Context: an optimization exercise on an open-source flow, tuned for small area, a short achievable clock period and few clock cycles per item. The choices shown serve that exercise and are no tape-out recipe.
RTL that was checked went through simulation tests only; none was proved equivalent to the original.
Power figures rest on the tool's default switching activity, not on a simulated workload.

Design m960_xacc_lane, start of the top module:
module m960_xacc_lane (
    input  wire        clk,
    input  wire        rst,         
    input  wire        in_valid,
    output wire        in_ready,
    input  wire [5:0]  in_op,
    input  wire [1:0]  in_n,        
    input  wire [63:0] in_a,        
    input  wire [31:0] in_b,        
    output wire        out_valid,
    output wire [63:0] out_data
);
    localparam [5:0] OP_XMAC = 6'h20,
                     OP_XCLR = 6'h21,
                     OP_XRND = 6'h22,
                     OP_FTOL = 6'h24,
                     OP_LTOF = 6'h25;
    assign in_ready = 1'b1;
    wire go     = in_valid && !rst;
    reg        imac, iclr, irnd, iftl, iltf;
    reg [1:0]  inn;
    reg [39:0] ia;
    reg [31:0] ib;
    always @(posedge clk) begin
        imac <= go && (in_op == OP_XMAC);
        iclr <= go && (in_op == OP_XCLR);
        irnd <= go && (in_op == OP_XRND);
        iftl <= go && (in_op == OP_FTOL);
        iltf <= go && (in_op == OP_LTOF);
        inn  <= in_n;
        ia   <= in_a[39:0];
        ib   <= in_b;
    end
    wire [39:0] cv_a;
    wire [31:0] cv_b;
    wire        cv_neg, cv_big;
    wire [1:0]  cv_q;
    m960_conv_enc u_enc (.a(ia), .ftol(iftl), .ma(cv_a), .mb(cv_b),
                         .neg(cv_neg), .big(cv_big), .q(cv_q));
    reg        mac0, clr0, rnd0, cv0, ltf0, big0, nb0;
    reg [1:0]  n0;
    reg [1:0]  q0;
    reg [39:0] a0;
  ...
Size: roughly 6400 cells after synthesis, about 980 flip-flops, roughly 170 I/O pins, about 66000 um^2 of cells after synthesis.
==> flow/config.mk <==
export PLATFORM = sky130hd
export DESIGN_NAME = m960_xacc_lane
export DESIGN_NICKNAME = m960_xacc_lane
export VERILOG_FILES = /design/flow/design.v
export SDC_FILE = /design/flow/constraint.sdc
export NUM_CORES = 4
export LEC_CHECK = 0
export CAP_MARGIN = 20
export CORE_MARGIN = 2
export CORE_UTILIZATION = 40
export SLEW_MARGIN = 20
==> flow/constraint.sdc <==
create_clock -name core_clock -period 15.0 [get_ports {clk}]
set_input_delay 3.0000 -clock core_clock [delete_from_list [all_inputs] [get_ports {clk}]]
set_output_delay 3.0000 -clock core_clock [all_outputs]
set_load 0.01 [all_outputs]
standard.sh (not shown) runs the stock make flow with config.mk's settings and CLKGATE_MAP_FILE= SYNTH_SCRIPT=/design/flow/synth_recipe.tcl, a recipe that flattens the netlist after the stock synthesis.
==> flow/flow/run.sh <==
#!/bin/bash
set -euo pipefail
bash standard.sh synth > standard_synth.log 2>&1
export SETUP_SLACK_MARGIN=10.7
export BUFFER_PORTS_ARGS="-buffer_cell sky130_fd_sc_hd__buf_2"
bash standard.sh finish > standard_finish.log 2>&1
Testbench counts at the start, summed over its fixed seeds: cycles 32,048, ops 32,000.
==> next run, changes <==
--- a/flow/design.v
+++ b/flow/design.v
@@ -77,49 +77,41 @@
                      OP_XCLR = 6'h21,
                      OP_XRND = 6'h22,
                      OP_FTOL = 6'h24,
                      OP_LTOF = 6'h25;
     assign in_ready = 1'b1;
     wire go     = in_valid && !rst;
-    reg        imac, iclr, irnd, iftl, iltf;
-    reg [1:0]  inn;
-    reg [39:0] ia;
-    reg [31:0] ib;
-    always @(posedge clk) begin
-        imac <= go && (in_op == OP_XMAC);
-        iclr <= go && (in_op == OP_XCLR);
-        irnd <= go && (in_op == OP_XRND);
-        iftl <= go && (in_op == OP_FTOL);
-        iltf <= go && (in_op == OP_LTOF);
-        inn  <= in_n;
-        ia   <= in_a[39:0];
-        ib   <= in_b;
-    end
+    wire is_mac = go && (in_op == OP_XMAC);
+    wire is_clr = go && (in_op == OP_XCLR);
+    wire is_rnd = go && (in_op == OP_XRND);
+    wire is_ftl = go && (in_op == OP_FTOL);
+    wire is_ltf = go && (in_op == OP_LTOF);
+    wire is_cv  = is_ftl || is_ltf;
     wire [39:0] cv_a;
     wire [31:0] cv_b;
     wire        cv_neg, cv_big;
     wire [1:0]  cv_q;
-    m960_conv_enc u_enc (.a(ia), .ftol(iftl), .ma(cv_a), .mb(cv_b),
+    m960_conv_enc u_enc (.a(in_a[39:0]), .ftol(in_op[0] == 1'b0), .ma(cv_a), .mb(cv_b),
                          .neg(cv_neg), .big(cv_big), .q(cv_q));
     reg        mac0, clr0, rnd0, cv0, ltf0, big0, nb0;
     reg [1:0]  n0;
     reg [1:0]  q0;
     reg [39:0] a0;
     reg [31:0] b0;
     always @(posedge clk) begin
-        mac0 <= imac && !rst;
-        clr0 <= iclr && !rst;
-        rnd0 <= irnd && !rst;
-        cv0  <= (iftl || iltf) && !rst;
-        ltf0 <= iltf;
-        big0 <= iftl && cv_big;
-        nb0  <= (iftl || iltf) && cv_neg;
-        n0   <= inn;
+        mac0 <= is_mac;
+        clr0 <= is_clr;
+        rnd0 <= is_rnd;
+        cv0  <= is_cv;
+        ltf0 <= is_ltf;
+        big0 <= is_ftl && cv_big;
+        nb0  <= is_cv && cv_neg;
+        n0   <= in_n;
         q0   <= cv_q;
-        a0   <= ({40{imac}} & ia) | {12'd0, irnd, 27'd0} | ({40{iftl || iltf}} & cv_a);
-        b0   <= ({32{imac}} & ib) | {31'd0, irnd} | ({32{iftl || iltf}} & cv_b);
+        a0   <= is_mac ? in_a[39:0] : is_rnd ? 40'h00_0800_0000 : cv_a;
+        b0   <= is_mac ? in_b : is_rnd ? 32'd1 : is_cv ? cv_b : 32'd0;
     end
     integer     k;
     reg  [4:0]  lgb;
     always @* begin
         lgb = 5'd0;
         for (k = 0; k < 32; k = k + 1)
Result:
- The new run ran to the end with no violations
- hold slack improved by 21 ps
- combinational power came out higher by well over a third
- synthesized cell count came out higher slightly
- sequential share of layout area came out lower by 2.4 points
- final cell count came out higher slightly
For the second run of this note, only the layout was checked, not whether the RTL still works.

* * *

Setup of middle:
Another version of the RTL of m960_xacc_lane (not shown whole).
Size: roughly 6300 cells after synthesis, ~900 flip-flops, roughly 170 I/O pins, roughly 64000 sq um of cells after synthesis.
==> module m960_conv_enc, before the edit <==
module m960_conv_enc (
    input  wire [39:0] a,         
    input  wire        ftol,      
    output wire [39:0] ma,        
    output wire [31:0] mb,        
    output wire        neg,       
    output wire        big,       
    output wire [1:0]  q          
);
    wire        fs   = a[31];
    wire [7:0]  e    = a[30:23];
    wire [22:0] t    = a[22:0];
    wire        nan  = (e == 8'hFF) && (t != 23'd0);
    wire [23:0] m    = {e != 8'd0, t};
    assign      big  = (e >= 8'd134) && !nan;
    wire        f0   = (e[7:1] == 7'b0101111);
    wire        f1   = (e[7:4] == 4'b0110);
    wire        f2   = (e[7:4] == 4'b0111);
    wire        f3   = (e[7:4] == 4'b1000) && (e[3:0] <= 4'd5);
    wire [15:0] dec  = 16'd1 << e[3:0];
    wire [39:0] fa   = f0 ? {16'd0, m} : f1 ? {10'd0, m, 6'd0} : {1'b0, m, 15'd0};
    wire [31:0] fb   = ({32{f0}} & {26'd0, dec[15:14], 4'd0}) |
                       ({32{f1}} & {16'd0, dec}) |
                       ({32{f2}} & {9'd0, dec, 7'd0}) |
                       ({32{f3}} & {3'd0, dec[5:0], 23'd0});
    wire        ys   = a[39];
    wire [38:0] d    = a[38:0] ^ a[39:1];
    wire        r1   = (d[38:23] != 16'd0);
    wire        r3   = (d[38:7] == 32'd0);
    wire [39:0] la   = r1 ? a : r3 ? {a[7:0], 32'd0} : {a[23:0], 16'd0};
    assign q = r1 ? 2'd0 : r3 ? 2'd2 : 2'd1;
    wire [38:0] pre0 = {1'b0, d[38:1]};
    wire [38:0] pre1 = pre0 | {1'b0, pre0[38:1]};
    wire [38:0] pre2 = pre1 | {2'b0, pre1[38:2]};
    wire [38:0] pre3 = pre2 | {4'b0, pre2[38:4]};
    wire [38:0] pre4 = pre3 | {8'b0, pre3[38:8]};
    wire [38:0] pre5 = pre4 | {16'b0, pre4[38:16]};
    wire [38:0] above = pre5 | {32'b0, pre5[38:32]};
    wire [38:0] h    = d & ~above;      
    wire        uz   = ~(above[0] | d[0]);
    reg  [31:0] lb;
    integer     k;
    always @* begin
        lb = 32'd0;
        for (k = 23; k <= 38; k = k + 1) lb[51-k] = lb[51-k] | h[k];    
        for (k = 7;  k <= 22; k = k + 1) lb[35-k] = lb[35-k] | h[k];    
        for (k = 0;  k <= 6;  k = k + 1) lb[19-k] = lb[19-k] | h[k];    
        lb[20] = lb[20] | uz;                                          
    end
    assign neg = ftol ? fs : ys;
    assign ma  = ftol ? fa : la;
    assign mb  = ftol ? fb : lb;
endmodule
clock: 15.0 ns
lec_check: 0
cap_margin: 20
core_margin: 2
core_utilization: 40
slew_margin: 20
Scripts as last shown in full above: flow/flow/run.sh
Per the final summary, middle finished and its layout is clean on timing, DRC and antenna.
Here is what was changed in the inputs of west compared with middle.
--- a/flow/design.v
+++ b/flow/design.v
@@ -11,20 +11,15 @@
     wire [7:0]  e    = a[30:23];
     wire [22:0] t    = a[22:0];
     wire        nan  = (e == 8'hFF) && (t != 23'd0);
     wire [23:0] m    = {e != 8'd0, t};
     assign      big  = (e >= 8'd134) && !nan;
-    wire        f0   = (e[7:1] == 7'b0101111);
-    wire        f1   = (e[7:4] == 4'b0110);
-    wire        f2   = (e[7:4] == 4'b0111);
-    wire        f3   = (e[7:4] == 4'b1000) && (e[3:0] <= 4'd5);
-    wire [15:0] dec  = 16'd1 << e[3:0];
-    wire [39:0] fa   = f0 ? {16'd0, m} : f1 ? {10'd0, m, 6'd0} : {1'b0, m, 15'd0};
-    wire [31:0] fb   = ({32{f0}} & {26'd0, dec[15:14], 4'd0}) |
-                       ({32{f1}} & {16'd0, dec}) |
-                       ({32{f2}} & {9'd0, dec, 7'd0}) |
-                       ({32{f3}} & {3'd0, dec[5:0], 23'd0});
+    wire        fhi  = (e >= 8'd120);
+    wire [7:0]  fk   = fhi ? (e - 8'd105) : (e - 8'd90);
+    wire        fnz  = (e >= 8'd94) && (e <= 8'd133);
+    wire [39:0] fa   = fhi ? {1'b0, m, 15'd0} : {16'd0, m};
+    wire [31:0] fb   = fnz ? (32'd1 << fk[4:0]) : 32'd0;
     wire        ys   = a[39];
     wire [38:0] d    = a[38:0] ^ a[39:1];
     wire        r1   = (d[38:23] != 16'd0);
     wire        r3   = (d[38:7] == 32'd0);
     wire [39:0] la   = r1 ? a : r3 ? {a[7:0], 32'd0} : {a[23:0], 16'd0};
## What came out
- west vs middle: leakage dissipation down slightly
- Comparing west with middle, the wire length the detailed router placed on met1 came out essentially unchanged.
- middle → west: total power went down by 2.2%; routed wire length went down; post-CTS setup repair buffer count now sits higher; worst slew margin relative to its limit lower.
- Final core utilization: west vs middle, no meaningful difference
- On aggregate negative setup slack, middle and west are basically level.
Function was not checked in any run of this note: the RTL went through the layout flow alone.

[what the ideal ports hide]
How much do the figures lean on ideal ports? The routed layouts below were timed once more, with nothing changed but the port constraints. Step 1 (the two cells are an assumption about what drives the block):
set clk [get_ports {clk}]
set_driving_cell -lib_cell sky130_fd_sc_hd__clkbuf_16 $clk
set_driving_cell -lib_cell sky130_fd_sc_hd__buf_2 [delete_from_list [all_inputs] $clk]
Step 2 also shifts input and output timing later by t, the mid clock arrival at the registers, as if the neighbouring blocks saw the same clock. Three values: ideal, step 1, step 2; two values: the first two.
| run | t (ns) | slack for setup (ns) | worst setup path at the end | slew at the worst register clock pin (ns) | worst slew at a driven data input, ns |
|---|---|---|---|---|---|
| the first run of note 1 | 0.837 | 10.683 / 10.598 / 10.322 | input to register | 0.07 / 0.07 | 0.05 |
| the second run of note 1 | 0.808 | 9.887 / 9.902 / 9.094 | input to register | 0.08 / 0.08 | 0.08 |
| middle | 0.814 | 9.922 / 9.965 / 9.151 | input to register | 0.08 / 0.08 | 0.09 |
| west | 0.795 | 9.538 / 9.554 / 8.759 | input to register | 0.07 / 0.07 | 0.06 |
After both steps setup and hold are still met in every run listed. The setup slack of the second run of note 1, which loses most, moves by +0.015 ns with the drivers and by -0.793 ns with both steps.
